This design comes from an exercise in tuning for small area, a short achievable clock period and few clock cycles per item on the open sky130 flow, not from production work.
Function was checked by simulation only, so behaviour that the tests miss may differ from the original.

==> flow/design.v, too long to show whole: its modules and the start of the top module <==
// module se_mul_cs: 4201 lines
// module se_kmul_cs: 1184 lines
// module se_fa: 4 lines
// module se_ha: 4 lines
// module se_bsel: 3 lines
// module se_crc_mat: 37 lines
// module se_alu: 193 lines
module se_alu (
    input  wire        clk,
    input  wire        rst,           
    input  wire        in_valid,
    output wire        in_ready,
    input  wire [31:0] in_insn,       
    input  wire [63:0] in_a,          
    input  wire [63:0] in_b,          
    output reg         out_valid,
    input  wire        out_ready,
    output reg  [63:0] out_result,
    output reg         out_illegal
);
  // ...
==> flow/flow/run.sh <==
#!/bin/bash
# Layout flow: the standard ORFS flow (standard.sh, unchanged synthesis)
# with two changes to how the layout is made, none to the constraints:
#  - repair_timing gets a larger setup margin, so it works towards a clock
#    period well below the design's 26 ns (the SDC itself is unchanged);
#  - the port buffers are plain buffers instead of the default choice.
set -euo pipefail
MARGIN=$(cat flow/setup_margin.txt)
sed -e "s/SETUP_SLACK_MARGIN=[0-9.]*/SETUP_SLACK_MARGIN=${MARGIN}/" \
    -e "s/\"\${@:-finish}\"/BUFFER_PORTS_ARGS=\"-buffer_cell sky130_fd_sc_hd__buf_4\" \"\${@:-finish}\"/" \
    standard.sh > standard_margin.sh
bash standard_margin.sh > standard.log 2>&1
==> flow/flow/setup_margin.txt <==
19
==> flow/standard.sh <==
#!/bin/bash
# synth_recipe.tcl (not shown) runs the flow's synth.tcl, then flattens the netlist and writes it again
# the make line also repeats each setting of config.mk as NAME=value (left out here)
make -C /OpenROAD-flow-scripts/flow DESIGN_CONFIG=/design/flow/config.mk WORK_HOME=/design/flow/orfs CLKGATE_MAP_FILE= SYNTH_SCRIPT=/design/flow/synth_recipe.tcl "${@:-finish}"
==> flow/config.mk <==
export PLATFORM = sky130hd
export DESIGN_NAME = se_alu
export DESIGN_NICKNAME = se_alu
export VERILOG_FILES = /design/flow/design.v
export SDC_FILE = /design/flow/constraint.sdc
export NUM_CORES = 4
export LEC_CHECK = 0
export CAP_MARGIN = 20
export CORE_MARGIN = 2
export CORE_UTILIZATION = 40
export SETUP_SLACK_MARGIN = 1.0
export SLEW_MARGIN = 20
export SYNTH_HIERARCHICAL = 1
==> flow/constraint.sdc <==
create_clock -name core_clock -period 26.0 [get_ports {clk}]
set_input_delay 5.2000 -clock core_clock [delete_from_list [all_inputs] [get_ports {clk}]]
set_output_delay 5.2000 -clock core_clock [all_outputs]
set_load 0.01 [all_outputs]
==> reports/metrics.yaml, run 1 <==
cts_resized: 151
multi_input_area_share_pct: 75.5
drive_above_1_share_pct: 25.7
rows: 184
grt.busiest_layer: "met2"
rsz0062_at_grt: "true"
synth.distinct_cells: 97
status: "finished clean"
dominant_cells: "multi-input combinational cells"
cts_buffers: 54
crit_fanout: 28
n_clock_buffer: 76
hp-start: "ill1"
synth_top_family_by_area: "adder cells"
area_share_nonclk_buffers_pct: 5.62
r2r-start: "b0[19]"
rrSetupSlack_ns: 18.91
critical_path_required_ns: 26.39
worstHoldEndpoint: "ill2"
final.setup.worst_slack_ns: 18.91
max_stage_delay_ns: 0.65
grt_usage_pct: 35.7
arrival_ns: 7.48
wirelength_um: 468000
fillers: 23500
antenna_found_initial: 18
reg2reg_to: "s1[58]"
slowest_stage: "fa_1"
finalHoldWorstSlack_ns: 0.439
fp.dieW_um: 507
clk_latency_ns: 0.74
buffers: 699
wl_met2_um: 201000
crit_chain: "buf_6 -> buf_8 -> nand3b_1 -> o21ai_4 -> buf_8 -> buf_12 -> a22oi_2 -> xnor2_1 -> fa_1 -> fa_1 -> fa_1 -> fa_2 -> fa_1 -> fa_1 -> fa_1 -> o21ai_4 -> o221ai_1"
antenna_cells_inserted: 8
hp-class: "flip-flop to flip-flop"
Testbench counts, summed over its fixed seeds: cycles 24,032, items 24,000.
==> module se_alu, before the edit <==
module se_alu (
    input  wire        clk,
    input  wire        rst,           
    input  wire        in_valid,
    output wire        in_ready,
    input  wire [31:0] in_insn,       
    input  wire [63:0] in_a,          
    input  wire [63:0] in_b,          
    output reg         out_valid,
    input  wire        out_ready,
    output reg  [63:0] out_result,
    output reg         out_illegal
);
    localparam [63:0] K = 64'hA24B_1F6D_9C35_E817;
    reg adv;
    reg in_ready_r;    
    assign in_ready = in_ready_r;
    wire       in_hash = (in_insn[31:26] == 6'h0C);
    reg        v0;
    reg        hash0;      
    reg [2:0]  pad0;       
    reg [5:0]  op0;
    reg [15:0] imm0;       
    reg        rs1nz0;     
    reg [63:0] a0, b0;
    always @(posedge clk) begin
        if (rst)
            v0 <= 1'b0;
        else if (adv)
            v0 <= in_valid;
        if (adv) begin
            op0    <= in_insn[31:26];
            imm0   <= in_insn[15:0];
            rs1nz0 <= |in_insn[20:16];
            hash0  <= in_hash;
            pad0   <= 3'd0 - in_insn[2:0];
            a0     <= in_a ^ (in_b & {64{in_hash}});
            b0     <= in_hash ? K : in_b;
        end
    end
    wire [10:0] fn0     = imm0[10:0];
    wire        fn_zero = (fn0 == 11'd0);
    wire        crc_n_ok = !fn_zero && (fn0 <= 11'd8);
    reg d_add, d_sub, d_and, d_or, d_xor, d_sll, d_srl, d_sra, d_mul,
        d_slt, d_sltu, d_hash, d_crc, d_lui, d_ok;
    always @* begin
        {d_add, d_sub, d_and, d_or, d_xor, d_sll, d_srl, d_sra, d_mul,
         d_slt, d_sltu, d_hash, d_crc, d_lui} = 14'd0;
        d_ok = 1'b1;
        case (op0)
            6'h00: d_add  = 1'b1;
            6'h01: d_sub  = 1'b1;
            6'h02: d_and  = 1'b1;
            6'h03: d_or   = 1'b1;
            6'h04: d_xor  = 1'b1;
            6'h05: d_sll  = 1'b1;
            6'h06: d_srl  = 1'b1;
            6'h07: d_sra  = 1'b1;
            6'h08: d_mul  = 1'b1;
            6'h0A: d_slt  = 1'b1;
            6'h0B: d_sltu = 1'b1;
            6'h0C: d_hash = hash0;
            6'h0D: d_crc  = 1'b1;
            6'h10: d_add  = 1'b1;
            6'h11: d_and  = 1'b1;
            6'h12: d_or   = 1'b1;
            6'h13: d_xor  = 1'b1;
            6'h14: d_sll  = 1'b1;
            6'h15: d_srl  = 1'b1;
            6'h16: d_sra  = 1'b1;
            6'h17: d_lui  = 1'b1;
            default: d_ok = 1'b0;
        endcase
    end
    wire legal = d_ok
               && !(op0 <= 6'h0C && !fn_zero)
               && !(d_crc && !crc_n_ok)
               && !(d_lui && rs1nz0);
    wire        use_imm = op0[4];
    wire        imm_sx  = imm0[15] && (op0[2:0] == 3'd0);
    wire [63:0] opb     = use_imm ? {{48{imm_sx}}, imm0} : b0;
    wire        sub     = d_sub | d_slt | d_sltu;
    wire        add_sel = legal & (d_add | d_sub | d_slt | d_sltu);
    wire        sh_left = d_sll;
    wire        sh_fill = d_sra & a0[63];
    wire [5:0]  sh_amt  = opb[5:0];
    reg  [63:0] sh_in, sh_out;
    integer i;
    always @* begin
        for (i = 0; i < 64; i = i + 1)
            sh_in[i] = sh_left ? a0[63 - i] : a0[i];
    end
    wire [63:0] sh1 = sh_amt[0] ? {{ 1{sh_fill}}, sh_in[63:1]}  : sh_in;
    wire [63:0] sh2 = sh_amt[1] ? {{ 2{sh_fill}}, sh1[63:2]}    : sh1;
    wire [63:0] sh3 = sh_amt[2] ? {{ 4{sh_fill}}, sh2[63:4]}    : sh2;
    wire [63:0] sh4 = sh_amt[3] ? {{ 8{sh_fill}}, sh3[63:8]}    : sh3;
    wire [63:0] sh5 = sh_amt[4] ? {{16{sh_fill}}, sh4[63:16]}   : sh4;
    wire [63:0] sh6 = sh_amt[5] ? {{32{sh_fill}}, sh5[63:32]}   : sh5;
    always @* begin
        for (i = 0; i < 64; i = i + 1)
            sh_out[i] = sh_left ? sh6[63 - i] : sh6[i];
    end
    wire [3:0]  crc_n   = fn0[3:0];
    wire [63:0] crc_w   = b0 ^ {32'd0, a0[31:0]};
    wire [63:0] crc_w1  = pad0[0] ? {crc_w[55:0],  8'd0}  : crc_w;
    wire [63:0] crc_w2  = pad0[1] ? {crc_w1[47:0], 16'd0} : crc_w1;
    wire [63:0] crc_v   = pad0[2] ? {crc_w2[31:0], 32'd0} : crc_w2;
    wire [31:0] crc_tail = (crc_n == 4'd1) ? {8'd0,  a0[31:8]}  :
                           (crc_n == 4'd2) ? {16'd0, a0[31:16]} :
                           (crc_n == 4'd3) ? {24'd0, a0[31:24]} : 32'd0;
    wire        crc_sel = legal & d_crc;
    wire [63:0] alu_res =
          ({64{add_sel}}                  & a0)
        | ({64{legal & d_and}}            & (a0 & opb))
        | ({64{legal & d_or}}             & (a0 | opb))
        | ({64{legal & d_xor}}            & (a0 ^ opb))
        | ({64{legal & (d_sll | d_srl | d_sra)}} & sh_out)
        | ({64{crc_sel}}                  & crc_v)
        | ({64{legal & d_lui}}            & {{32{imm0[15]}}, imm0, 16'd0});
    wire [63:0] mul_s, mul_c;
    se_mul_cs u_mul (.x(a0), .y(b0), .s(mul_s), .c(mul_c));
    wire        mul_sel = legal & (d_mul | d_hash);
    reg        v1, hash1, ill1, cin1, slt1, sltu1, crc1;
    reg [63:0] s1, c1;       
    always @(posedge clk) begin
        if (rst)
            v1 <= 1'b0;
        else if (adv)
            v1 <= v0;
        if (adv) begin
            hash1 <= legal & d_hash;
            ill1  <= ~legal;
            cin1  <= add_sel & sub;
            slt1  <= legal & d_slt;
            sltu1 <= legal & d_sltu;
            crc1  <= crc_sel;
            s1    <= mul_sel ? mul_s : alu_res;
            c1    <= mul_sel ? mul_c : (({64{add_sel}} & (opb ^ {64{sub}}))
                                   | ({64{crc_sel}} & {32'd0, crc_tail}));
        end
    end
    wire [64:0] p65 = {1'b0, s1} + {1'b0, c1} + {64'd0, cin1};
    wire [63:0] p1  = p65[63:0];
    wire [31:0] crc_m;
    se_crc_mat u_crc (.v(s1), .m(crc_m));
    wire        lt_u = ~p65[64];
    wire        lt_s = (s1[63] ^ ~c1[63]) ? s1[63] : p1[63];
    reg        v2, hash2, ill2;
    reg [63:0] r2;
    always @(posedge clk) begin
        if (rst)
            v2 <= 1'b0;
        else if (adv)
            v2 <= v1;
        if (adv) begin
            hash2 <= hash1;
            ill2  <= ill1;
            r2    <= hash1 ? (p1 ^ {29'd0, p1[63:29]}) :
                     crc1 ? {32'd0, crc_m ^ c1[31:0]} :
                     (slt1 | sltu1) ? {63'd0, slt1 ? lt_s : lt_u} : p1;
        end
    end
    wire [63:0] k_s, k_c;
    se_kmul_cs u_kmul (.x(r2), .s(k_s), .c(k_c));
    wire [63:0] k_p = k_s + k_c;
    wire [63:0] y   = hash2 ? k_p : r2;
    reg        sk_valid, sk_illegal;
    reg [63:0] sk_result;
    wire push  = adv & v2;
    wire pop   = out_valid & out_ready;
    wire hold  = out_valid & ~out_ready;
    always @(posedge clk) begin
        if (rst) begin
            out_valid <= 1'b0;
            sk_valid  <= 1'b0;
            adv       <= 1'b1;
            in_ready_r <= 1'b1;
        end else begin
            out_valid <= hold | sk_valid | push;
            sk_valid  <= sk_valid ? hold : (push & hold);
            adv       <= ~((sk_valid | (out_valid & push)) & ~pop);
            in_ready_r <= (~sk_valid & ~(out_valid & push)) | pop;
        end
        if (!hold) begin
            out_result  <= sk_valid ? sk_result  : y;
            out_illegal <= sk_valid ? sk_illegal : ill2;
        end
        if (!sk_valid) begin
            sk_result  <= y;
            sk_illegal <= ill2;
        end
    end
endmodule
==> run 2: changes to the inputs <==
--- a/flow/design.v
+++ b/flow/design.v
@@ -1,110 +1,110 @@
 module se_mul_cs (
     input  wire [63:0] x,
     input  wire [63:0] y,
     output wire [63:0] s,
     output wire [63:0] c
 );
-    wire one0 = y[0] ^ 1'b0;
-    wire two0 = (y[1] & ~y[0] & ~1'b0) | (~y[1] & y[0] & 1'b0);
+    wire one0 = y[0];
     wire neg0 = y[1];
-    wire one1 = y[2] ^ y[1];
-    wire two1 = (y[3] & ~y[2] & ~y[1]) | (~y[3] & y[2] & y[1]);
+    wire two0 = ~y[0] & (y[1] ^ 1'b0);
+    wire one1 = y[2];
     wire neg1 = y[3];
-    wire one2 = y[4] ^ y[3];
-    wire two2 = (y[5] & ~y[4] & ~y[3]) | (~y[5] & y[4] & y[3]);
+    wire two1 = ~y[2] & (y[3] ^ y[1]);
+    wire one2 = y[4];
     wire neg2 = y[5];
-    wire one3 = y[6] ^ y[5];
-    wire two3 = (y[7] & ~y[6] & ~y[5]) | (~y[7] & y[6] & y[5]);
+    wire two2 = ~y[4] & (y[5] ^ y[3]);
+    wire one3 = y[6];
     wire neg3 = y[7];
-    wire one4 = y[8] ^ y[7];
-    wire two4 = (y[9] & ~y[8] & ~y[7]) | (~y[9] & y[8] & y[7]);
+    wire two3 = ~y[6] & (y[7] ^ y[5]);
+    wire one4 = y[8];
     wire neg4 = y[9];
-    wire one5 = y[10] ^ y[9];
-    wire two5 = (y[11] & ~y[10] & ~y[9]) | (~y[11] & y[10] & y[9]);
+    wire two4 = ~y[8] & (y[9] ^ y[7]);
+    wire one5 = y[10];
     wire neg5 = y[11];
-    wire one6 = y[12] ^ y[11];
-    wire two6 = (y[13] & ~y[12] & ~y[11]) | (~y[13] & y[12] & y[11]);
+    wire two5 = ~y[10] & (y[11] ^ y[9]);
+    wire one6 = y[12];
     wire neg6 = y[13];
-    wire one7 = y[14] ^ y[13];
-    wire two7 = (y[15] & ~y[14] & ~y[13]) | (~y[15] & y[14] & y[13]);
+    wire two6 = ~y[12] & (y[13] ^ y[11]);
+    wire one7 = y[14];
     wire neg7 = y[15];
-    wire one8 = y[16] ^ y[15];
-    wire two8 = (y[17] & ~y[16] & ~y[15]) | (~y[17] & y[16] & y[15]);
+    wire two7 = ~y[14] & (y[15] ^ y[13]);
+    wire one8 = y[16];
     wire neg8 = y[17];
-    wire one9 = y[18] ^ y[17];
-    wire two9 = (y[19] & ~y[18] & ~y[17]) | (~y[19] & y[18] & y[17]);
+    wire two8 = ~y[16] & (y[17] ^ y[15]);
+    wire one9 = y[18];
     wire neg9 = y[19];
-    wire one10 = y[20] ^ y[19];
-    wire two10 = (y[21] & ~y[20] & ~y[19]) | (~y[21] & y[20] & y[19]);
+    wire two9 = ~y[18] & (y[19] ^ y[17]);
+    wire one10 = y[20];
     wire neg10 = y[21];
-    wire one11 = y[22] ^ y[21];
-    wire two11 = (y[23] & ~y[22] & ~y[21]) | (~y[23] & y[22] & y[21]);
+    wire two10 = ~y[20] & (y[21] ^ y[19]);
+    wire one11 = y[22];
     wire neg11 = y[23];
-    wire one12 = y[24] ^ y[23];
-    wire two12 = (y[25] & ~y[24] & ~y[23]) | (~y[25] & y[24] & y[23]);
+    wire two11 = ~y[22] & (y[23] ^ y[21]);
+    wire one12 = y[24];
     wire neg12 = y[25];
-    wire one13 = y[26] ^ y[25];
-    wire two13 = (y[27] & ~y[26] & ~y[25]) | (~y[27] & y[26] & y[25]);
+    wire two12 = ~y[24] & (y[25] ^ y[23]);
+    wire one13 = y[26];
     wire neg13 = y[27];
-    wire one14 = y[28] ^ y[27];
-    wire two14 = (y[29] & ~y[28] & ~y[27]) | (~y[29] & y[28] & y[27]);
+    wire two13 = ~y[26] & (y[27] ^ y[25]);
+    wire one14 = y[28];
     wire neg14 = y[29];
-    wire one15 = y[30] ^ y[29];
-    wire two15 = (y[31] & ~y[30] & ~y[29]) | (~y[31] & y[30] & y[29]);
+    wire two14 = ~y[28] & (y[29] ^ y[27]);
+    wire one15 = y[30];
     wire neg15 = y[31];
-    wire one16 = y[32] ^ y[31];
-    wire two16 = (y[33] & ~y[32] & ~y[31]) | (~y[33] & y[32] & y[31]);
+    wire two15 = ~y[30] & (y[31] ^ y[29]);
+    wire one16 = y[32];
     wire neg16 = y[33];
-    wire one17 = y[34] ^ y[33];
-    wire two17 = (y[35] & ~y[34] & ~y[33]) | (~y[35] & y[34] & y[33]);
+    wire two16 = ~y[32] & (y[33] ^ y[31]);
+    wire one17 = y[34];
     wire neg17 = y[35];
-    wire one18 = y[36] ^ y[35];
-    wire two18 = (y[37] & ~y[36] & ~y[35]) | (~y[37] & y[36] & y[35]);
+    wire two17 = ~y[34] & (y[35] ^ y[33]);
+    wire one18 = y[36];
     wire neg18 = y[37];
-    wire one19 = y[38] ^ y[37];
-    wire two19 = (y[39] & ~y[38] & ~y[37]) | (~y[39] & y[38] & y[37]);
+    wire two18 = ~y[36] & (y[37] ^ y[35]);
+    wire one19 = y[38];
     wire neg19 = y[39];
-    wire one20 = y[40] ^ y[39];
-    wire two20 = (y[41] & ~y[40] & ~y[39]) | (~y[41] & y[40] & y[39]);
+    wire two19 = ~y[38] & (y[39] ^ y[37]);
+    wire one20 = y[40];
     wire neg20 = y[41];
-    wire one21 = y[42] ^ y[41];
-    wire two21 = (y[43] & ~y[42] & ~y[41]) | (~y[43] & y[42] & y[41]);
+    wire two20 = ~y[40] & (y[41] ^ y[39]);
+    wire one21 = y[42];
     wire neg21 = y[43];
-    wire one22 = y[44] ^ y[43];
-    wire two22 = (y[45] & ~y[44] & ~y[43]) | (~y[45] & y[44] & y[43]);
+    wire two21 = ~y[42] & (y[43] ^ y[41]);
+    wire one22 = y[44];
     wire neg22 = y[45];
-    wire one23 = y[46] ^ y[45];
-    wire two23 = (y[47] & ~y[46] & ~y[45]) | (~y[47] & y[46] & y[45]);
+    wire two22 = ~y[44] & (y[45] ^ y[43]);
+    wire one23 = y[46];
     wire neg23 = y[47];
-    wire one24 = y[48] ^ y[47];
-    wire two24 = (y[49] & ~y[48] & ~y[47]) | (~y[49] & y[48] & y[47]);
+    wire two23 = ~y[46] & (y[47] ^ y[45]);
+    wire one24 = y[48];
     wire neg24 = y[49];
-    wire one25 = y[50] ^ y[49];
-    wire two25 = (y[51] & ~y[50] & ~y[49]) | (~y[51] & y[50] & y[49]);
+    wire two24 = ~y[48] & (y[49] ^ y[47]);
+    wire one25 = y[50];
     wire neg25 = y[51];
-    wire one26 = y[52] ^ y[51];
-    wire two26 = (y[53] & ~y[52] & ~y[51]) | (~y[53] & y[52] & y[51]);
+    wire two25 = ~y[50] & (y[51] ^ y[49]);
+    wire one26 = y[52];
     wire neg26 = y[53];
-    wire one27 = y[54] ^ y[53];
-    wire two27 = (y[55] & ~y[54] & ~y[53]) | (~y[55] & y[54] & y[53]);
+    wire two26 = ~y[52] & (y[53] ^ y[51]);
+    wire one27 = y[54];
     wire neg27 = y[55];
-    wire one28 = y[56] ^ y[55];
-    wire two28 = (y[57] & ~y[56] & ~y[55]) | (~y[57] & y[56] & y[55]);
+    wire two27 = ~y[54] & (y[55] ^ y[53]);
+    wire one28 = y[56];
     wire neg28 = y[57];
-    wire one29 = y[58] ^ y[57];
-    wire two29 = (y[59] & ~y[58] & ~y[57]) | (~y[59] & y[58] & y[57]);
+    wire two28 = ~y[56] & (y[57] ^ y[55]);
+    wire one29 = y[58];
     wire neg29 = y[59];
-    wire one30 = y[60] ^ y[59];
-    wire two30 = (y[61] & ~y[60] & ~y[59]) | (~y[61] & y[60] & y[59]);
+    wire two29 = ~y[58] & (y[59] ^ y[57]);
+    wire one30 = y[60];
     wire neg30 = y[61];
-    wire one31 = y[62] ^ y[61];
-    wire two31 = (y[63] & ~y[62] & ~y[61]) | (~y[63] & y[62] & y[61]);
+    wire two30 = ~y[60] & (y[61] ^ y[59]);
+    wire one31 = y[62];
     wire neg31 = y[63];
+    wire two31 = ~y[62] & (y[63] ^ y[61]);
     wire m0;
     se_bsel bm0 (.one(one0), .two(two0), .neg(neg0), .x(x[0]), .xl(1'b0), .p(m0));
     wire m1;
     se_bsel bm1 (.one(one0), .two(two0), .neg(neg0), .x(x[1]), .xl(x[0]), .p(m1));
     wire m2;
     se_bsel bm2 (.one(one0), .two(two0), .neg(neg0), .x(x[2]), .xl(x[1]), .p(m2));
     wire m3;
     se_bsel bm3 (.one(one0), .two(two0), .neg(neg0), .x(x[3]), .xl(x[2]), .p(m3));
@@ -5443,37 +5443,67 @@
     input  wire        out_ready,
     output reg  [63:0] out_result,
     output reg         out_illegal
 );
     localparam [63:0] K = 64'hA24B_1F6D_9C35_E817;
     reg adv;
     reg in_ready_r;    
     assign in_ready = in_ready_r;
-    wire       in_hash = (in_insn[31:26] == 6'h0C);
+    wire [5:0]  in_op   = in_insn[31:26];
+    wire        in_hash = (in_op == 6'h0C);
+    wire        in_shl  = (in_op == 6'h05) || (in_op == 6'h14);
+    wire        in_shr  = (in_op == 6'h06) || (in_op == 6'h07) || (in_op == 6'h15) || (in_op == 6'h16);
+    wire        in_inv  = ((in_op == 6'h07) || (in_op == 6'h16)) && in_a[63];
+    wire [5:0]  in_sh   = in_op[4] ? in_insn[5:0] : in_b[5:0];
+    wire [63:0] in_ai   = in_a ^ {64{in_inv}};
+    reg  [63:0] in_ar;
+    integer j;
+    always @* begin
+        for (j = 0; j < 64; j = j + 1)
+            in_ar[j] = in_ai[63 - j];
+    end
+    wire [63:0] in_x = in_hash ? (in_a ^ in_b) : (in_shr ? in_ar : in_a);
+    wire [63:0] in_y = in_hash ? K : ((in_shl | in_shr) ? (64'd1 << in_sh) : in_b);
+    wire [63:0] in_yb;
+    genvar gi;
+    generate
+        for (gi = 0; gi < 32; gi = gi + 1) begin : g_yb
+            assign in_yb[2*gi+1] = in_y[2*gi+1];
+            if (gi == 0) begin : g_lo
+                assign in_yb[0] = in_y[0];
+            end else begin : g_hi
+                assign in_yb[2*gi] = in_y[2*gi] ^ in_y[2*gi-1];
+            end
+        end
+    endgenerate
     reg        v0;
     reg        hash0;      
+    reg        shr0;       
+    reg        inv0;       
     reg [2:0]  pad0;       
     reg [5:0]  op0;
     reg [15:0] imm0;       
     reg        rs1nz0;     
-    reg [63:0] a0, b0;
+    reg [63:0] a0, b0;     
     always @(posedge clk) begin
         if (rst)
             v0 <= 1'b0;
         else if (adv)
             v0 <= in_valid;
         if (adv) begin
-            op0    <= in_insn[31:26];
+            op0    <= in_op;
             imm0   <= in_insn[15:0];
             rs1nz0 <= |in_insn[20:16];
             hash0  <= in_hash;
+            shr0   <= in_shr;
+            inv0   <= in_inv;
             pad0   <= 3'd0 - in_insn[2:0];
-            a0     <= in_a ^ (in_b & {64{in_hash}});
-            b0     <= in_hash ? K : in_b;
+            a0     <= in_x;
+            b0     <= in_yb;
         end
     end
     wire [10:0] fn0     = imm0[10:0];
     wire        fn_zero = (fn0 == 11'd0);
     wire        crc_n_ok = !fn_zero && (fn0 <= 11'd8);
     reg d_add, d_sub, d_and, d_or, d_xor, d_sll, d_srl, d_sra, d_mul,
         d_slt, d_sltu, d_hash, d_crc, d_lui, d_ok;
     always @* begin
@@ -5504,98 +5534,98 @@
             6'h17: d_lui  = 1'b1;
             default: d_ok = 1'b0;
         endcase
     end
     wire legal = d_ok
                && !(op0 <= 6'h0C && !fn_zero)
                && !(d_crc && !crc_n_ok)
                && !(d_lui && rs1nz0);
+    wire [63:0] bd;
+    generate
+        for (gi = 0; gi < 32; gi = gi + 1) begin : g_bd
+            assign bd[2*gi+1] = b0[2*gi+1];
+            if (gi == 0) begin : g_lo
+                assign bd[0] = b0[0];
+            end else begin : g_hi
+                assign bd[2*gi] = b0[2*gi] ^ b0[2*gi-1];
+            end
+        end
+    endgenerate
     wire        use_imm = op0[4];
     wire        imm_sx  = imm0[15] && (op0[2:0] == 3'd0);
-    wire [63:0] opb     = use_imm ? {{48{imm_sx}}, imm0} : b0;
+    wire [63:0] opb     = use_imm ? {{48{imm_sx}}, imm0} : bd;
     wire        sub     = d_sub | d_slt | d_sltu;
     wire        add_sel = legal & (d_add | d_sub | d_slt | d_sltu);
-    wire        sh_left = d_sll;
-    wire        sh_fill = d_sra & a0[63];
-    wire [5:0]  sh_amt  = opb[5:0];
-    reg  [63:0] sh_in, sh_out;
-    integer i;
-    always @* begin
-        for (i = 0; i < 64; i = i + 1)
-            sh_in[i] = sh_left ? a0[63 - i] : a0[i];
-    end
-    wire [63:0] sh1 = sh_amt[0] ? {{ 1{sh_fill}}, sh_in[63:1]}  : sh_in;
-    wire [63:0] sh2 = sh_amt[1] ? {{ 2{sh_fill}}, sh1[63:2]}    : sh1;
-    wire [63:0] sh3 = sh_amt[2] ? {{ 4{sh_fill}}, sh2[63:4]}    : sh2;
-    wire [63:0] sh4 = sh_amt[3] ? {{ 8{sh_fill}}, sh3[63:8]}    : sh3;
-    wire [63:0] sh5 = sh_amt[4] ? {{16{sh_fill}}, sh4[63:16]}   : sh4;
-    wire [63:0] sh6 = sh_amt[5] ? {{32{sh_fill}}, sh5[63:32]}   : sh5;
-    always @* begin
-        for (i = 0; i < 64; i = i + 1)
-            sh_out[i] = sh_left ? sh6[63 - i] : sh6[i];
-    end
     wire [3:0]  crc_n   = fn0[3:0];
-    wire [63:0] crc_w   = b0 ^ {32'd0, a0[31:0]};
+    wire [63:0] crc_w   = bd ^ {32'd0, a0[31:0]};
     wire [63:0] crc_w1  = pad0[0] ? {crc_w[55:0],  8'd0}  : crc_w;
     wire [63:0] crc_w2  = pad0[1] ? {crc_w1[47:0], 16'd0} : crc_w1;
     wire [63:0] crc_v   = pad0[2] ? {crc_w2[31:0], 32'd0} : crc_w2;
     wire [31:0] crc_tail = (crc_n == 4'd1) ? {8'd0,  a0[31:8]}  :
                            (crc_n == 4'd2) ? {16'd0, a0[31:16]} :
                            (crc_n == 4'd3) ? {24'd0, a0[31:24]} : 32'd0;
     wire        crc_sel = legal & d_crc;
     wire [63:0] alu_res =
           ({64{add_sel}}                  & a0)
         | ({64{legal & d_and}}            & (a0 & opb))
         | ({64{legal & d_or}}             & (a0 | opb))
         | ({64{legal & d_xor}}            & (a0 ^ opb))
-        | ({64{legal & (d_sll | d_srl | d_sra)}} & sh_out)
         | ({64{crc_sel}}                  & crc_v)
         | ({64{legal & d_lui}}            & {{32{imm0[15]}}, imm0, 16'd0});
     wire [63:0] mul_s, mul_c;
     se_mul_cs u_mul (.x(a0), .y(b0), .s(mul_s), .c(mul_c));
-    wire        mul_sel = legal & (d_mul | d_hash);
-    reg        v1, hash1, ill1, cin1, slt1, sltu1, crc1;
+    wire        mul_sel = legal & (d_mul | d_hash | d_sll | d_srl | d_sra);
+    reg        v1, hash1, ill1, cin1, slt1, sltu1, crc1, shr1, inv1;
     reg [63:0] s1, c1;       
     always @(posedge clk) begin
         if (rst)
             v1 <= 1'b0;
         else if (adv)
             v1 <= v0;
         if (adv) begin
             hash1 <= legal & d_hash;
             ill1  <= ~legal;
             cin1  <= add_sel & sub;
             slt1  <= legal & d_slt;
             sltu1 <= legal & d_sltu;
             crc1  <= crc_sel;
-            s1    <= mul_sel ? mul_s : alu_res;
-            c1    <= mul_sel ? mul_c : (({64{add_sel}} & (opb ^ {64{sub}}))
-                                   | ({64{crc_sel}} & {32'd0, crc_tail}));
+            shr1  <= legal & shr0;
+            inv1  <= inv0;
+            s1    <= (mul_s & {64{mul_sel}}) | alu_res;
+            c1    <= (mul_c & {64{mul_sel}}) | ({64{add_sel}} & (opb ^ {64{sub}}))
+                                             | ({64{crc_sel}} & {32'd0, crc_tail});
         end
     end
     wire [64:0] p65 = {1'b0, s1} + {1'b0, c1} + {64'd0, cin1};
     wire [63:0] p1  = p65[63:0];
     wire [31:0] crc_m;
     se_crc_mat u_crc (.v(s1), .m(crc_m));
     wire        lt_u = ~p65[64];
     wire        lt_s = (s1[63] ^ ~c1[63]) ? s1[63] : p1[63];
+    reg  [63:0] p1r;
+    integer k;
+    always @* begin
+        for (k = 0; k < 64; k = k + 1)
+            p1r[k] = p1[63 - k] ^ inv1;
+    end
     reg        v2, hash2, ill2;
     reg [63:0] r2;
     always @(posedge clk) begin
         if (rst)
             v2 <= 1'b0;
         else if (adv)
             v2 <= v1;
         if (adv) begin
             hash2 <= hash1;
             ill2  <= ill1;
             r2    <= hash1 ? (p1 ^ {29'd0, p1[63:29]}) :
                      crc1 ? {32'd0, crc_m ^ c1[31:0]} :
-                     (slt1 | sltu1) ? {63'd0, slt1 ? lt_s : lt_u} : p1;
+                     (slt1 | sltu1) ? {63'd0, slt1 ? lt_s : lt_u} :
+                     shr1 ? p1r : p1;
         end
     end
     wire [63:0] k_s, k_c;
     se_kmul_cs u_kmul (.x(r2), .s(k_s), .c(k_c));
     wire [63:0] k_p = k_s + k_c;
     wire [63:0] y   = hash2 ? k_p : r2;
     reg        sk_valid, sk_illegal;
     reg [63:0] sk_result;
==> run 2 against run 1 <==
  * Register-to-register slack is essentially flat
  * Critical path depth decreased by 3
  * Utilization shrank 0.47 points
  * Via count fell by 1.4%
  * Highest routed layer unchanged
  * Design area shrank 3.4%
  * Wire length decreased by 3.1%
  * Flip-flop and latch count up 4
  * First-iteration DRC count rose by 0.99%
==> reports/metrics.yaml, run 2 <==
fmax_ghz: 0.141
yosys.area_share.simple_pct: 4.72
setup_violations: 0
yosysTopAreaCell: "fa_1"
areaGrowthSynthToFinish_pct: 9.74
crit_start: "a0[24]"
fp.coreArea_sq_mm: 0.245
avgRoutedWirePerCell_um: 37.0
period_needed_ns: 7.08
slew_viol_final: 0
max_stage_delay_ns: 1.08  # +0.43 ns
tns_ns: 0
yosys_warnings: 7
worstSetupStartpointType: "flip-flop"
max_slew.worst_pin.slew_ns: 1.26
rsz0062_at_grt: "true"
hp-class: "flip-flop to flip-flop"
synth_top_area_share_pct: 30.3
cts_buffers: 56  # +3.7%
ys_seq_elements: 494
drv_cap: 0
cpMostUsedCell: "fa_2"
synth-xor-area-share_pct: 18.5
via_per_inst: 6.65
worst-path-buf-inv: 1
ys_async_sr_fraction_pct: 0
critical_path_required_ns: 26.40  # about the same
layout_commonest_cell: "xnor2_1"
synth_edf_count: 423
seq_area_frac_synth_pct: 14.3
path_clk_slew_ns: 0.06
drt.antenna.violating_nets: 0
wirelength_um: 453000  # -3.1%
path_class: "flip-flop to flip-flop"
cp-end-kind: "flip-flop"
antenna_found_initial: 14  # -4
fp.dieW_um: 501  # -1.2%
io_pins: 231
final-hold-violation-count: 0
clockRootBuffer: "clkbuf_16"
drive_above_1_share_pct: 23.6  # -2.1 points
post-route-drc-count: 0
most-common-layout-cells: "xnor2_1 (1543), fa_1 (1325), a22oi_2 (1056)"
rows: 182  # -1.1%
cp_top_family: "adder cells"
status: "finished clean"
dpl_cell_area_sq_mm: 0.104
fin_area_sq_mm: 0.108
crit_chain: "buf_4 -> a22oi_2 -> xnor2_1 -> fa_1 -> fa_1 -> fa_2 -> fa_2 -> fa_1 -> fa_2 -> fa_2 -> a22oi_1 -> o21ai_1 -> a21oi_1 -> nand3_1"
r2r-start: "a0[24]"
multi_input_area_sq_mm: 0.0814
grt_usage_pct: 35.3  # -0.46 points
drtIter0Drc: 10800
crit_fanout: 36  # +29%
fillers: 23000  # -2.1%
synth.top_cells.by_count: "xnor2_1 (1544), fa_1 (1494), a22oi_2 (1056)"
port_buffers: 225
hp-start: "inv0"
fin_worst_skew_ns: 0.121
hpwl_um: 310000
seq_area_sq_mm: 0.0141
synth_compound_area_share_pct: 22.4
grt_max_degree: 85
vias: 81300
synthFlopType: "edfxtp_1"
dp.cells: 12000
yosysMostFrequentCell: "xnor2_1"
synthCells: 8773
nets: 11000
clk_latency_ns: 0.76  # +0.02 ns
drt_pass1_iterations: 7
synthMuxAreaShare_pct: 1.09
cts_tree: "yes"
grt_pass1_vias: 83500
fin_crit_sh_pct: 27.2
htreeDepth: 2
synth_top_family_by_area: "adder cells"
synth.avg_cell_area_sq_um: 11.2
netlist_area_sq_mm: 0.0986
fin_cells: 12200
overflow: 0
start_util_pct: 40.2
timing.slew.headroom_pct: 15.9
slowest_stage: "edfxtp_1"
clockBufferDepth: 3
die_h_um: 501
cts_sinks: 494
arrival_ns: 7.48  # about the same
gp_congestion: 1.01
synth_adder_area_share_pct: 34.7
synth.distinct_cells: 97  # unchanged
dieArea_sq_mm: 0.251
grt_pass1_wl_um: 632000
synth_area_leaders: "fa_1 (30%), xnor2_1 (14%), a22oi_2 (13%)"
==> run 2: final cells by class <==
class / count / share of cell area (%)
inverters: 264 / 0.993
flip-flops and latches: 494 / 13.1
diodes: 9 / 0.0208
well taps: 3220 / 3.72
multi-input cells: 7485 / 75.2
clock inverters: 34 / 0.302
clock buffers: 67 / 1.41
repair buffers: 658 / 5.33
==> run 2: per-layer routing <==
layer,GRT usage (%),vias to the layer above,wire (um)
li1,-,31400,-
met1,42.7,41500,162000
met2,53.6,6399,198000
met3,11.4,2056,55300
met4,23.4,18,37800
met5,0,-,137
==> run 2: logic make-up after synthesis <==
logic type / count (synthesis)
fa+ha+maj: 1839
simple gates: 1051
xor+xnor: 1965
compound gates: 2479
other cells: 3
mux: 102
flops: 494
buf+inv: 840
==> run 2: metrics by stage <==
stage / util (%) / setup WS, ns / hold WS, ns
3_5_place_dp: 42.6 / 17.83 / 0.426
3_3_place_gp: 42.6 / 17.81 / 0.412
6_report: 44.1 / 18.92 / 0.328
4_1_cts: 43.7 / 18.92 / 0.311
2_1_floorplan: - / 14.81 / 0.400
5_1_grt: 44.1 / 18.93 / 0.328
==> run 2: timing repair <==
action	4_1_cts	5_1_grt
pin swaps	3	4
setup endpoints to repair	160	122
cloned	1	7
hold buffers	0	0
gates resized for setup	89	89
buffers inserted	69	52
==> run 2: worst paths after layout <==
| kind | slack, ns | to | cells after the start |
|---|---|---|---|
| hold / removal | 0.33 | inv1 | 0 |
| setup / recovery | 18.92 | s1[46] | 14 |
| hold reg to reg | 0.33 | inv1 | 0 |
| setup reg to reg | 18.92 | s1[46] | 14 |
==> run 2: modules after synthesis, one instance, submodules excluded <==
module      flip-flops and latches  copies in the design  cell area (sq um)
se_crc_mat                       0                     1               5030
se_alu                         494                     1              37600
se_kmul_cs                       0                     1               1190
se_fa                            0                  1490               20.0
se_bsel                          0                  1056               21.3
se_ha                            0                    90               12.5
se_mul_cs                        0                     1               1360
Testbench counts of run 2, summed over its fixed seeds: cycles 24,032, items 24,000.
==> run 3: changes to the inputs <==
--- a/flow/design.v
+++ b/flow/design.v
@@ -5462,19 +5462,15 @@
             in_ar[j] = in_ai[63 - j];
     end
     wire [63:0] in_x = in_hash ? (in_a ^ in_b) : (in_shr ? in_ar : in_a);
-    wire [63:0] in_y = in_hash ? K : ((in_shl | in_shr) ? (64'd1 << in_sh) : in_b);
-    wire [63:0] in_yb;
-    genvar gi;
-    generate
-        for (gi = 0; gi < 32; gi = gi + 1) begin : g_yb
-            assign in_yb[2*gi+1] = in_y[2*gi+1];
-            if (gi == 0) begin : g_lo
-                assign in_yb[0] = in_y[0];
-            end else begin : g_hi
-                assign in_yb[2*gi] = in_y[2*gi] ^ in_y[2*gi-1];
-            end
-        end
-    endgenerate
+    function [63:0] benc(input [63:0] y);
+        integer e;
+        begin
+            for (e = 0; e < 64; e = e + 1)
+                benc[e] = (e % 2 == 0 && e > 0) ? (y[e] ^ y[e-1]) : y[e];
+        end
+    endfunction
+    localparam [63:0] KE = benc(K);
+    wire [63:0] in_yb = in_hash ? KE : ((in_shl | in_shr) ? benc(64'd1 << in_sh) : benc(in_b));
     reg        v0;
     reg        hash0;      
     reg        shr0;       
@@ -5488,7 +5484,7 @@
         if (rst)
             v0 <= 1'b0;
         else if (adv)
-            v0 <= in_valid;
+            v0 <= in_valid & in_ready_r;
         if (adv) begin
             op0    <= in_op;
             imm0   <= in_insn[15:0];
@@ -5540,6 +5536,7 @@
                && !(d_crc && !crc_n_ok)
                && !(d_lui && rs1nz0);
     wire [63:0] bd;
+    genvar gi;
     generate
         for (gi = 0; gi < 32; gi = gi + 1) begin : g_bd
             assign bd[2*gi+1] = b0[2*gi+1];
@@ -5642,7 +5639,7 @@
             out_valid <= hold | sk_valid | push;
             sk_valid  <= sk_valid ? hold : (push & hold);
             adv       <= ~((sk_valid | (out_valid & push)) & ~pop);
-            in_ready_r <= (~sk_valid & ~(out_valid & push)) | pop;
+            in_ready_r <= ~((sk_valid | (out_valid & push)) & ~pop) & out_ready;
         end
         if (!hold) begin
             out_result  <= sk_valid ? sk_result  : y;
==> run 3 against run 2 <==
  * Count of clock-buffer cells in the layout is 10 higher
  * Design area rose by 0.88%
  * Sequential share of layout area fell by 0.095 points
  * Clock skew down 0.019 ns
  * Maximum frequency fell by 1.3%
  * Worst hold slack gained 0.12 ns
  * Flip-flop and latch count grew 1
  * Worst setup slack got worse by 0.090 ns
  * Area after synthesis grew 0.18%
==> reports/metrics.yaml, run 3 <==
synthCells: 8773  # unchanged
ys_async_sr_fraction_pct: 0  # unchanged
yosysTopAreaCell: "fa_1"
grt_pass1_wl_um: 640000  # +1.4%
tns_ns: 0  # unchanged
clk_latency_ns: 0.76  # about the same
path_clk_slew_ns: 0.06  # about the same
areaGrowthSynthToFinish_pct: 10.5
cts_tree: "yes"
antenna_found_initial: 16  # +2
synth_edf_count: 423  # unchanged
slew_viol_final: 0  # unchanged
synth_area_leaders: "fa_1 (30%), xnor2_1 (14%), a22oi_2 (13%)"
hp-class: "flip-flop to flip-flop"
die_h_um: 501  # about the same
pre_cts_ws_ns: 17.73  # -0.0960 ns
overflow: 0  # unchanged
fin_worst_skew_ns: 0.102  # -0.0185 ns
htreeDepth: 2  # unchanged
grt_max_degree: 86  # +1.2%
path_class: "flip-flop to flip-flop"
worstSetupStartpointType: "flip-flop"
setup_violations: 0  # unchanged
worstHoldEndpoint: "sk_result[18]"
yosys_warnings: 7  # unchanged
reg2reg_to: "s1[63]"
port_buffers: 225  # unchanged
drt_pass1_iterations: 8  # +1
gp_congestion: 1.03  # +1.9%
post-route-drc-count: 0  # unchanged
hp-start: "sk_result[18]"
status: "finished clean"
clockBufferDepth: 3  # unchanged
ff2ff_path_depth: 16  # +2
nets: 11000  # +0.46%
synth.distinct_cells: 110  # +13%
fmax_ghz: 0.139  # -1.3%
rrSetupSlack_ns: 18.83  # -0.09 ns
wirelength_um: 464000  # +2.5%
fin_crit_sh_pct: 27.6  # +0.35 points
cp-end-kind: "flip-flop"
crit_fanout: 27  # -25%
drt.antenna.violating_nets: 0  # unchanged
utilization_pct: 44.4  # +0.35 points
critical_path_required_ns: 26.35  # -0.05 ns
hpwl_um: 317000  # +2.3%
r2r-start: "b0[45]"
io_pins: 231  # unchanged
ys_seq_elements: 495  # +0.20%
vias: 80800  # -0.63%
netlist_area_sq_mm: 0.0988  # +0.18%
dieArea_sq_mm: 0.251  # +0.18%
via_per_inst: 6.58  # -1.1%
clockRootBuffer: "clkbuf_16"
holdPathStages: 2  # +2
drive_above_1_share_pct: 24.9  # +1.3 points
drv_cap: 0  # unchanged
grt_usage_pct: 36.0  # +0.70 points
rsz0062_at_grt: "true"
drtIter0Drc: 10400  # -3.5%
period_needed_ns: 7.17  # +0.0904 ns
synth_top_area_share_pct: 30.3  # -0.055 points
synthFlopType: "edfxtp_1"
fp.coreArea_sq_mm: 0.246  # about the same
arrival_ns: 7.52  # +0.04 ns
start_util_pct: 40.2  # about the same
final.setup.worst_slack_ns: 18.83  # -0.0904 ns
most-common-layout-cells: "xnor2_1 (1536), fa_1 (1318), a22oi_2 (1056)"
rows: 182  # unchanged
fp.dieW_um: 501  # about the same
cts_buffers: 59  # +5.4%
timing.slew.headroom_pct: 15.3  # -0.56 points
yosysMostFrequentCell: "xnor2_1"
synth.avg_cell_area_sq_um: 11.3  # +0.18%
layout_commonest_cell: "xnor2_1"
grt_pass1_vias: 83600  # +0.15%
avgRoutedWirePerCell_um: 37.8  # +2.0%
synth.top_cells.by_count: "xnor2_1 (1548), fa_1 (1494), a22oi_2 (1056)"
cts_sinks: 495  # +0.20%
seq_area_frac_synth_pct: 14.3  # about the same
final-hold-violation-count: 0  # unchanged
max_slew.worst_pin.slew_ns: 1.27  # +0.00834 ns
run 3: final cells by class:
cell class | count | area (sq um)
multi-input cells | 7504 | 81700
clock buffers | 77 | 1580
well taps | 3220 | 4030
fillers | 22800 | 137000
diodes | 5 | 12.5
clock inverters | 34 | 398
repair buffers | 702 | 6260
inverters | 247 | 1060
flip-flops and latches | 495 | 14200
run 3: through the flow:
step	std cells	cell area [sq um]	hold slack (ns)
floorplan	8817	99600	0.400
global placement	12000	104000	0.407
detailed placement	12000	105000	0.406
CTS	12200	108000	0.456
global route	12300	109000	0.459
finish	12300	109000	0.451
run 3: logic make-up after synthesis:
| kind of cell | synth area share (%) |
|---|---|
| AO/OA/AOI/OAI | 22.2 |
| XOR/XNOR | 18.7 |
| adder cells (fa/ha/maj) | 34.6 |
| buffers and inverters | 4.31 |
| flip-flops | 14.3 |
| multiplexers | 1.05 |
| other | 0.0114 |
| AND/OR/NAND/NOR | 4.80 |
run 3: timing repair:
action,CTS,global route
gates cloned,5,14
endpoints found under the setup margin,212,125
resized for setup,105,132
hold buffers,0,0
pin swaps,8,26
buffers inserted,126,40
run 3: per-module statistics from Yosys (local to each module, per instance):
module | flops+latches | times used | cells
se_bsel | 0 | 1056 | 2
se_kmul_cs | 0 | 1 | 191
se_crc_mat | 0 | 1 | 478
se_ha | 0 | 90 | 1
se_fa | 0 | 1490 | 1
se_alu | 495 | 1 | 4220
se_mul_cs | 0 | 1 | 192
run 3: worst max-delay path, cell delays in order (launching register included):
cell      delay, ns
edfxtp_1       0.32
buf_4          0.55
xnor2_1        0.39
nor2_2         0.97
a22oi_2        0.12
xnor2_1        0.25
fa_1           0.52
fa_1           0.58
fa_1           0.44
fa_1           0.53
fa_1           0.43
fa_1           0.52
fa_1           0.49
nand2_1        0.10
o21ai_1        0.07
a21oi_1        0.15
nand4_1        0.29
run 3: metal layers:
layer / part of all wire (%) / vias to the layer above / global-route usage, %
met5: 0.0088 / - / 0.0965
li1: - / 31300 / -
met4: 8.6 / 6 / 24.4
met3: 12 / 1869 / 10.9
met2: 44 / 6314 / 54.7
met1: 36 / 41300 / 43.8
run 3: worst max-delay path by stage:
stage	from	endpoint	cells past startpoint	slack, ns
final	b0[45]	s1[63]	16	18.83
after global routing	b0[45]	s1[63]	16	18.88
after CTS	r2[37]	out_result[57]	20	18.96
after detailed placement	in_insn[30]	a0[55]	10	17.73
after global placement	in_insn[30]	a0[55]	10	17.76
after floorplan	b0[1]	s1[61]	14	14.82
Testbench counts of run 3, summed over its fixed seeds: cycles 24,032, items 24,000.
==> run 4: changes to the inputs <==
--- a/flow/design.v
+++ b/flow/design.v
@@ -5571,6 +5571,10 @@
     wire [63:0] mul_s, mul_c;
     se_mul_cs u_mul (.x(a0), .y(b0), .s(mul_s), .c(mul_c));
     wire        mul_sel = legal & (d_mul | d_hash | d_sll | d_srl | d_sra);
+    wire [63:0] c1_alu = ({64{add_sel}} & (opb ^ {64{sub}})) | ({64{crc_sel}} & {32'd0, crc_tail});
+    wire [63:0] s1_d, c1_d;
+    se_ao21 u_s1d [63:0] (.a(mul_s), .b({64{mul_sel}}), .c(alu_res), .y(s1_d));
+    se_ao21 u_c1d [63:0] (.a(mul_c), .b({64{mul_sel}}), .c(c1_alu),  .y(c1_d));
     reg        v1, hash1, ill1, cin1, slt1, sltu1, crc1, shr1, inv1;
     reg [63:0] s1, c1;       
     always @(posedge clk) begin
@@ -5587,9 +5591,8 @@
             crc1  <= crc_sel;
             shr1  <= legal & shr0;
             inv1  <= inv0;
-            s1    <= (mul_s & {64{mul_sel}}) | alu_res;
-            c1    <= (mul_c & {64{mul_sel}}) | ({64{add_sel}} & (opb ^ {64{sub}}))
-                                             | ({64{crc_sel}} & {32'd0, crc_tail});
+            s1    <= s1_d;
+            c1    <= c1_d;
         end
     end
     wire [64:0] p65 = {1'b0, s1} + {1'b0, c1} + {64'd0, cin1};
@@ -5623,7 +5626,12 @@
     wire [63:0] k_s, k_c;
     se_kmul_cs u_kmul (.x(r2), .s(k_s), .c(k_c));
     wire [63:0] k_p = k_s + k_c;
-    wire [63:0] y   = hash2 ? k_p : r2;
+    wire [63:0] r2n = r2 & {64{~hash2}};
+    wire [63:0] y;
+    se_ao21 u_y [63:0] (.a(k_p), .b({64{hash2}}), .c(r2n), .y(y));
+    wire [63:0] out_o = sk_valid ? sk_result : r2n;
+    wire [63:0] out_d;
+    se_ao21 u_od [63:0] (.a(k_p), .b({64{hash2 & ~sk_valid}}), .c(out_o), .y(out_d));
     reg        sk_valid, sk_illegal;
     reg [63:0] sk_result;
     wire push  = adv & v2;
@@ -5642,7 +5650,7 @@
             in_ready_r <= ~((sk_valid | (out_valid & push)) & ~pop) & out_ready;
         end
         if (!hold) begin
-            out_result  <= sk_valid ? sk_result  : y;
+            out_result  <= out_d;
             out_illegal <= sk_valid ? sk_illegal : ill2;
         end
         if (!sk_valid) begin
@@ -5651,3 +5659,11 @@
         end
     end
 endmodule
+module se_ao21 (
+    input  wire a,
+    input  wire b,
+    input  wire c,
+    output wire y
+);
+    assign y = (a & b) | c;
+endmodule
==> flow/flow/setup_margin.txt (replaced) <==
19.5
==> run 4 against run 3 <==
  * Critical endpoint is now out_result[61]
  * Largest cell class unchanged
  * Clock skew shrank 0.0033 ns
  * Flip-flop and latch count is the same
  * Highest routed layer unchanged
  * Still clean on timing, DRC and antenna
  * Area after synthesis grew 2.2%
  * Wire length grew 1.4%
  * Non-clock buffer count grew 60
==> reports/metrics.yaml, run 4 <==
grt_pass1_wl_um: 651000  # +1.7%
grt_usage_pct: 35.6  # -0.38 points
synth.top_cells.by_count: "xnor2_1 (1596), fa_1 (1494), a22oi_2 (1056)"
fin_cells: 12500  # +1.9%
seq_area_frac_synth_pct: 14.6  # +0.33 points
synthCells: 8810  # +0.42%
worst-path-buf-inv: 4  # +3
cts_tree: "yes"
die_h_um: 506  # +1.1%
drive_above_1_share_pct: 26.7  # +1.8 points
final-hold-violation-count: 0  # unchanged
dpl_cell_area_sq_mm: 0.107  # +2.4%
tns_ns: 0  # unchanged
fp.dieW_um: 506  # +1.1%
ff2ff_path_depth: 22  # +6
synth_top_area_share_pct: 29.6  # -0.65 points
hp-start: "inv0"
period_needed_ns: 6.77  # -0.399 ns
post-route-drc-count: 0  # unchanged
timing.slew.headroom_pct: 14.2  # -1.2 points
max_slew.worst_pin.slew_ns: 1.29  # +0.0175 ns
clk_latency_ns: 0.74  # -0.02 ns
rrSetupSlack_ns: 19.23  # +0.40 ns
multi_input_area_sq_mm: 0.0839  # +2.7%
clockRootBuffer: "clkbuf_16"
synth_area_leaders: "fa_1 (30%), edfxtp_1 (14%), xnor2_1 (14%)"
worstHoldEndpoint: "inv1"
max_stage_delay_ns: 0.56  # -0.41 ns
path_class: "flip-flop to flip-flop"
r2r-start: "r2[36]"
overflow: 0  # unchanged
rows: 184  # +1.1%
start_util_pct: 40.2  # about the same
yosysMostFrequentCell: "xnor2_1"
reg2reg_to: "out_result[61]"
fmax_ghz: 0.148  # +5.9%
status: "finished clean"
hpwl_um: 318000  # +0.53%
antenna_found_initial: 28  # +12
drt.antenna.violating_nets: 0  # unchanged
drtIter0Drc: 10000  # -3.4%
seq_area_sq_mm: 0.0148  # +4.5%
layout_commonest_cell: "xnor2_1"
yosysTopAreaCell: "fa_1"
synth_edf_count: 487  # +15%
fp.coreArea_sq_mm: 0.251  # +2.2%
fin_worst_skew_ns: 0.0987  # -0.00332 ns
fin_area_sq_mm: 0.113  # +3.7%
vias: 82800  # +2.4%
via_per_inst: 6.61  # +0.47%
cp-end-kind: "flip-flop"
setup_violations: 0  # unchanged
fillers: 23200  # +2.0%
htreeDepth: 2  # unchanged
port_buffers: 225  # unchanged
critical_path_required_ns: 26.47  # +0.12 ns
dieArea_sq_mm: 0.257  # +2.2%
synth.avg_cell_area_sq_um: 11.5  # +1.8%
crit_fanout: 3  # -89%
clockBufferDepth: 3  # unchanged
path_clk_slew_ns: 0.07  # about the same
rsz0062_at_grt: "true"
cp_top_family: "adder cells"
avgRoutedWirePerCell_um: 37.6  # -0.58%
drv_cap: 0  # unchanged
arrival_ns: 7.25  # -0.27 ns
hp-class: "flip-flop to flip-flop"
grt_pass1_vias: 86000  # +2.9%
nets: 11100  # +0.95%
worstSetupStartpointType: "flip-flop"
ys_async_sr_fraction_pct: 0  # unchanged
synthFlopType: "edfxtp_1"
cts_sinks: 495  # unchanged
yosys_warnings: 7  # unchanged
areaGrowthSynthToFinish_pct: 12.1
cts_buffers: 58  # -1.7%
io_pins: 231  # unchanged
fin_crit_sh_pct: 26.0  # -1.5 points
wirelength_um: 471000  # +1.4%
grt_max_degree: 147  # +71%
netlist_area_sq_mm: 0.101  # +2.2%
synth.distinct_cells: 112  # +1.8%
most-common-layout-cells: "xnor2_1 (1571), fa_1 (1317), a22oi_2 (1056)"
holdPathStages: 0  # -2
ys_seq_elements: 495  # unchanged
dp.cells: 12200  # +1.5%
drt_pass1_iterations: 9  # +1
slowest_stage: "fa_1"
utilization_pct: 45.1  # +0.65 points
gp_congestion: 1.02  # -0.99%
crit_chain: "clkinvlp_4 -> fa_2 -> fa_1 -> fa_1 -> fa_2 -> fa_1 -> fa_2 -> ha_4 -> nand3_4 -> nor4_4 -> buf_4 -> o211ai_1 -> a41oi_4 -> buf_12 -> o311ai_4 -> a211oi_2 -> buf_4 -> o221ai_4 -> o21bai_1 -> a21oi_2 -> xnor2_2 -> a21o_4"
slew_viol_final: 0  # unchanged
==> run 4: logic make-up after synthesis <==
kind of cell               synth area share (%)
other                                    0.0111
DFF                                        14.6
and+or+nand+nor                            4.43
AOI/OAI and AO/OA                          23.0
xor gates and xnor gates                   18.3
muxes                                      1.56
adders and majority gates                  33.9
buffers and inverters                      4.20
==> run 4: metrics by stage <==
| stage | setup slack [ns] | hold WS, ns |
|---|---|---|
| CTS | 19.29 | 0.414 |
| floorplan | 15.02 | 0.400 |
| detailed placement | 16.60 | 0.405 |
| finish | 19.23 | 0.416 |
| global placement | 16.64 | 0.405 |
| global route | 19.19 | 0.438 |
==> run 4: area by class of cell <==
| cell class | count | area share, % |
|---|---|---|
| Clock inverter | 46 | 0.380 |
| Timing Repair inverter | 2 | 0.0155 |
| Clock buffer | 63 | 1.32 |
| Inverter | 252 | 0.939 |
| Multi-Input combinational cell | 7543 | 74.1 |
| Sequential cell | 495 | 13.1 |
| Tap cell | 3348 | 3.70 |
| Timing Repair Buffer | 762 | 6.50 |
| Antenna cell | 11 | 0.0243 |
==> run 4: worst max path at each step <==
stage / startpoint / end / depth (start not counted)
after floorplan: b0[1] / s1[60] / 13
after global placement: r2[29] / out_result[61] / 19
after detailed placement: r2[29] / out_result[61] / 19
after CTS: r2[37] / out_result[61] / 22
after global routing: r2[37] / out_result[61] / 23
final: r2[36] / out_result[61] / 22
==> run 4: per-layer routing <==
layer | track usage [%] | routed length, um | up-vias
met5 | 0.185 | 329 | -
met4 | 27.1 | 45600 | 32
met3 | 11.8 | 54500 | 2220
met2 | 54.5 | 206000 | 6507
met1 | 41.3 | 164000 | 42100
li1 | - | - | 31900
==> run 4: worst reg2reg max path, stage by stage, from the launching register on <==
cell and delay (ns):
edfxtp_1 0.53, clkinvlp_4 0.20, fa_2 0.48, fa_1 0.51, fa_1 0.54, fa_2 0.45
fa_1 0.56, fa_2 0.48, ha_4 0.31, nand3_4 0.08, nor4_4 0.21, buf_4 0.19
o211ai_1 0.15, a41oi_4 0.25, buf_12 0.16, o311ai_4 0.14, a211oi_2 0.21, buf_4 0.19
o221ai_4 0.15, o21bai_1 0.20, a21oi_2 0.10, xnor2_2 0.18, a21o_4 0.27
==> run 4: what timing repair did <==
item / 4_1_cts / 5_1_grt
gates cloned: 17 / 11
endpoints found under the setup margin: 290 / 137
gates resized for setup: 258 / 151
setup buffers: 141 / 68
pin swaps: 71 / 50
hold buffers: 0 / 0
==> run 4: modules after synthesis, one instance, submodules excluded, excerpt <==
module / cells inside / area, sq um
se_mul_cs: 192 / 1360
se_fa: 1 / 20.0
se_ha: 1 / 12.5
se_alu: 4001 / 38100
se_ao21: 1 / 7.51
se_bsel: 2 / 21.3
Testbench counts of run 4, summed over its fixed seeds: cycles 24,032, items 24,000.
==> run 5: changes to the inputs <==
--- a/flow/design.v
+++ b/flow/design.v
@@ -5452,14 +5452,13 @@
     wire        in_hash = (in_op == 6'h0C);
     wire        in_shl  = (in_op == 6'h05) || (in_op == 6'h14);
     wire        in_shr  = (in_op == 6'h06) || (in_op == 6'h07) || (in_op == 6'h15) || (in_op == 6'h16);
-    wire        in_inv  = ((in_op == 6'h07) || (in_op == 6'h16)) && in_a[63];
+    wire        in_sgn  = ((in_op == 6'h07) || (in_op == 6'h16)) && in_a[63];
     wire [5:0]  in_sh   = in_op[4] ? in_insn[5:0] : in_b[5:0];
-    wire [63:0] in_ai   = in_a ^ {64{in_inv}};
     reg  [63:0] in_ar;
     integer j;
     always @* begin
         for (j = 0; j < 64; j = j + 1)
-            in_ar[j] = in_ai[63 - j];
+            in_ar[j] = in_a[63 - j];
     end
     wire [63:0] in_x = in_hash ? (in_a ^ in_b) : (in_shr ? in_ar : in_a);
     function [63:0] benc(input [63:0] y);
@@ -5474,7 +5473,8 @@
     reg        v0;
     reg        hash0;      
     reg        shr0;       
-    reg        inv0;       
+    reg        sgn0;       
+    reg [5:0]  sh0;        
     reg [2:0]  pad0;       
     reg [5:0]  op0;
     reg [15:0] imm0;       
@@ -5491,7 +5491,8 @@
             rs1nz0 <= |in_insn[20:16];
             hash0  <= in_hash;
             shr0   <= in_shr;
-            inv0   <= in_inv;
+            sgn0   <= in_sgn;
+            sh0    <= in_sh;
             pad0   <= 3'd0 - in_insn[2:0];
             a0     <= in_x;
             b0     <= in_yb;
@@ -5575,7 +5576,8 @@
     wire [63:0] s1_d, c1_d;
     se_ao21 u_s1d [63:0] (.a(mul_s), .b({64{mul_sel}}), .c(alu_res), .y(s1_d));
     se_ao21 u_c1d [63:0] (.a(mul_c), .b({64{mul_sel}}), .c(c1_alu),  .y(c1_d));
-    reg        v1, hash1, ill1, cin1, slt1, sltu1, crc1, shr1, inv1;
+    reg        v1, hash1, ill1, cin1, slt1, sltu1, crc1, shr1, sgn1;
+    reg [5:0]  sh1;
     reg [63:0] s1, c1;       
     always @(posedge clk) begin
         if (rst)
@@ -5590,7 +5592,8 @@
             sltu1 <= legal & d_sltu;
             crc1  <= crc_sel;
             shr1  <= legal & shr0;
-            inv1  <= inv0;
+            sgn1  <= sgn0;
+            sh1   <= sh0;
             s1    <= s1_d;
             c1    <= c1_d;
         end
@@ -5601,11 +5604,12 @@
     se_crc_mat u_crc (.v(s1), .m(crc_m));
     wire        lt_u = ~p65[64];
     wire        lt_s = (s1[63] ^ ~c1[63]) ? s1[63] : p1[63];
+    wire [63:0] fill = sgn1 ? ~(64'hFFFF_FFFF_FFFF_FFFF >> sh1) : 64'd0;
     reg  [63:0] p1r;
     integer k;
     always @* begin
         for (k = 0; k < 64; k = k + 1)
-            p1r[k] = p1[63 - k] ^ inv1;
+            p1r[k] = p1[63 - k];
     end
     reg        v2, hash2, ill2;
     reg [63:0] r2;
@@ -5620,7 +5624,7 @@
             r2    <= hash1 ? (p1 ^ {29'd0, p1[63:29]}) :
                      crc1 ? {32'd0, crc_m ^ c1[31:0]} :
                      (slt1 | sltu1) ? {63'd0, slt1 ? lt_s : lt_u} :
-                     shr1 ? p1r : p1;
+                     shr1 ? (p1r | fill) : p1;
         end
     end
     wire [63:0] k_s, k_c;
==> run 5 against run 4 <==
  * Still clean on timing, DRC and antenna
  * Non-clock buffer count shrank 22
  * Design area decreased by 0.78%
  * Critical path depth fell by 8
  * Count of clock-buffer cells in the layout grew 16
  * Wire length shrank 2.3%
  * Largest cell class unchanged
==> reports/metrics.yaml, run 5 <==
arrival_ns: 7.04  # -0.21 ns
drt_pass1_iterations: 8  # -1
dpl_cell_area_sq_mm: 0.107  # -0.18%
cp_top_family: "adder cells"
nets: 11100  # +0.045%
path_clk_slew_ns: 0.06  # about the same
synth.avg_cell_area_sq_um: 11.4  # -0.26%
die_h_um: 506  # -0.17%
seq_area_frac_synth_pct: 15.0  # +0.41 points
worstSetupStartpointType: "flip-flop"
avgRoutedWirePerCell_um: 36.7  # -2.4%
hpwl_um: 316000  # -0.63%
synthFlopType: "edfxtp_1"
synth_edf_count: 499  # +2.5%
setup_violations: 0  # unchanged
areaGrowthSynthToFinish_pct: 11.6
cts_buffers: 68  # +17%
yosysTopAreaCell: "fa_1"
fp.dieW_um: 506  # -0.17%
worst-path-buf-inv: 2  # -2
clk_latency_ns: 0.74  # about the same
max_stage_delay_ns: 0.68  # +0.12 ns
seq_area_sq_mm: 0.0151  # +2.4%
ys_seq_elements: 507  # +2.4%
antenna_found_initial: 24  # -14%
rsz0062_at_grt: "true"
postCtsHoldBufs: 0  # unchanged
overflow: 0  # unchanged
hp-class: "flip-flop to flip-flop"
grt_pass1_vias: 85900  # -0.14%
final-hold-violation-count: 0  # unchanged
clockBufferDepth: 3  # unchanged
most-common-layout-cells: "xnor2_1 (1565), fa_1 (1321), a22oi_2 (1078)"
fin_crit_sh_pct: 25.2  # -0.83 points
cts_tree: "yes"
fin_worst_skew_ns: 0.0365  # -0.0622 ns
vias: 83000  # +0.29%
wirelength_um: 460000  # -2.3%
max_slew.worst_pin.slew_ns: 1.23  # -0.0569 ns
cts_sinks: 507  # +2.4%
synth.top_cells.by_count: "xnor2_1 (1569), fa_1 (1494), a22oi_2 (1057)"
post-route-drc-count: 0  # unchanged
synthCells: 8803  # -0.079%
crit_fanout: 34  # +31
netlist_area_sq_mm: 0.101  # -0.34%
dieArea_sq_mm: 0.256  # -0.34%
timing.slew.headroom_pct: 18.0  # +3.8 points
synth_top_area_share_pct: 29.7  # +0.10 points
multi_input_area_sq_mm: 0.0830  # -1.1%
clockRootBuffer: "clkbuf_16"
via_per_inst: 6.62  # +0.23%
htreeDepth: 3  # +1
tns_ns: 0  # unchanged
status: "finished clean"
slowest_stage: "fa_1"
drt.antenna.violating_nets: 0  # unchanged
grt_max_degree: 74  # -50%
rows: 184  # unchanged
fp.coreArea_sq_mm: 0.251  # -0.18%
yosysMostFrequentCell: "xnor2_1"
io_pins: 231  # unchanged
fillers: 23100  # -0.48%
fmax_ghz: 0.153  # +3.3%
drtIter0Drc: 10600  # +5.7%
grt_usage_pct: 35.2  # -0.43 points
critical_path_required_ns: 26.48  # about the same
gp_congestion: 1.02  # -0.70%
fin_area_sq_mm: 0.112  # -0.78%
-- run 5: cell count changes after synthesis, moves of 21 or more --
cell and change:
a221o_1 -21, a222oi_1 -38, a22oi_1 +42, o2111ai_1 +25, xnor2_1 -27, a21oi_1 -49
o21ai_0 +88, nand3_1 +80, a221oi_1 +21, inv_1 +67, xor2_1 -96, a211oi_1 -40
nor2_1 -47
-- run 5: final cells by class --
cell class | count | area share [%]
antenna | 14 | 0.0312
multi-input combinational | 7482 | 73.9
sequential | 507 | 13.5
inverter | 320 | 1.22
clock buffer | 79 | 1.59
tap | 3348 | 3.73
timing repair buffer | 740 | 5.72
clock inverter | 39 | 0.386
-- run 5: cells by family (layout without fill, tap and decap cells) --
logic type	count (synthesis)	count (layout)	share of synthesized area, %
AOI/OAI and AO/OA	2586	2586	23.2
xor gates and xnor gates	1859	1859	17.2
adders and majority gates	1839	1839	34.0
and+or+nand+nor	1006	1008	4.67
buffers and inverters	860	1178	4.27
DFF	507	507	15.0
muxes	143	143	1.57
other	3	61	0.0112
-- run 5: timing repair --
item,4_1_cts,5_1_grt
gates resized for setup,145,98
buffers inserted,163,60
gates cloned,7,4
setup endpoints to repair,299,90
pin swaps,15,55
-- run 5: through the flow --
stage	cells	utilization [%]	worst slack, ns	hold slack, ns
CTS	12400	44.4	19.46	0.405
detailed placement	12200	42.6	17.48	0.406
floorplan	8847	-	15.01	0.400
global placement	12200	42.6	17.52	0.413
global route	12500	44.8	19.45	0.429
finish	12500	44.8	19.44	0.416
-- run 5: modules after synthesis (local to each module, per instance) --
| module | cells | flops+latches | area, sq um | copies in the design |
|---|---|---|---|---|
| se_alu | 3994 | 507 | 37700 | 1 |
| se_ao21 | 1 | 0 | 7.51 | 256 |
| se_bsel | 2 | 0 | 21.3 | 1056 |
| se_crc_mat | 478 | 0 | 5030 | 1 |
| se_fa | 1 | 0 | 20.0 | 1490 |
| se_ha | 1 | 0 | 12.5 | 90 |
| se_kmul_cs | 191 | 0 | 1190 | 1 |
| se_mul_cs | 192 | 0 | 1360 | 1 |
-- run 5: path summary, 6_finish.rpt --
check	endpoint	cells past startpoint	startpoint	slack [ns]
worst min-delay path	sh1[1]	0	sh0[1]	0.42
worst min register to register	sh1[1]	0	sh0[1]	0.42
worst max-delay path	s1[52]	14	b0[39]	19.44
worst max register to register	s1[52]	14	b0[39]	19.44
-- run 5: layer usage --
layer / GRT usage [%] / wire (um) / part of all wire (%) / up-vias
met5: 0.751 / 525 / 0.11 / -
li1: - / - / - / 31900
met1: 43.0 / 168000 / 36 / 42500
met4: 23.7 / 37500 / 8.1 / 32
met3: 12.2 / 57500 / 13 / 1984
met2: 52.0 / 196000 / 43 / 6536
Testbench counts of run 5, summed over its fixed seeds: cycles 24,032, items 24,000.

-- afterwards: timing with drivers on the ports --
The flow's constraints put no driver on any port. The routed layouts listed below were extracted and timed again, unchanged, in two steps.
Step 1 assumes that a clkbuf_16 drives the clock port and a buf_2 every other input.
Step 2 adds t to the input delays and takes it off the output delays; t is the mean of the earliest and latest rising clock arrival at the registers after step 1. Input paths then give back, and output paths get back, about the clock's delay inside the block.
Three values: ideal ports, drivers, drivers and shift; two values: the first two.
| run | shift t [ns] | setup WS [ns] | worst setup path at the end | latest minus earliest clock arrival (ns) | worst register clock-pin slew, ns |
|---|---|---|---|---|---|
| run 1 | 0.789 | 18.910 / 18.910 / 18.575 | input to register | 0.084 / 0.084 | 0.07 / 0.07 |
| run 2 | 0.768 | 18.920 / 18.920 / 18.385 | input to register | 0.120 / 0.120 | 0.07 / 0.07 |
| run 3 | 0.804 | 18.829 / 18.829 / 18.288 | input to register | 0.102 / 0.103 | 0.07 / 0.07 |
| run 4 | 0.792 | 19.228 / 19.228 / 18.749 | input to register | 0.098 / 0.099 | 0.10 / 0.10 |
| run 5 | 0.819 | 19.444 / 19.422 / 18.691 | input to register | 0.037 / 0.038 | 0.09 / 0.09 |
After both steps setup and hold are still met in every run listed. The setup slack of run 5, which loses most, moves by -0.022 ns with the drivers and by -0.753 ns with both steps.
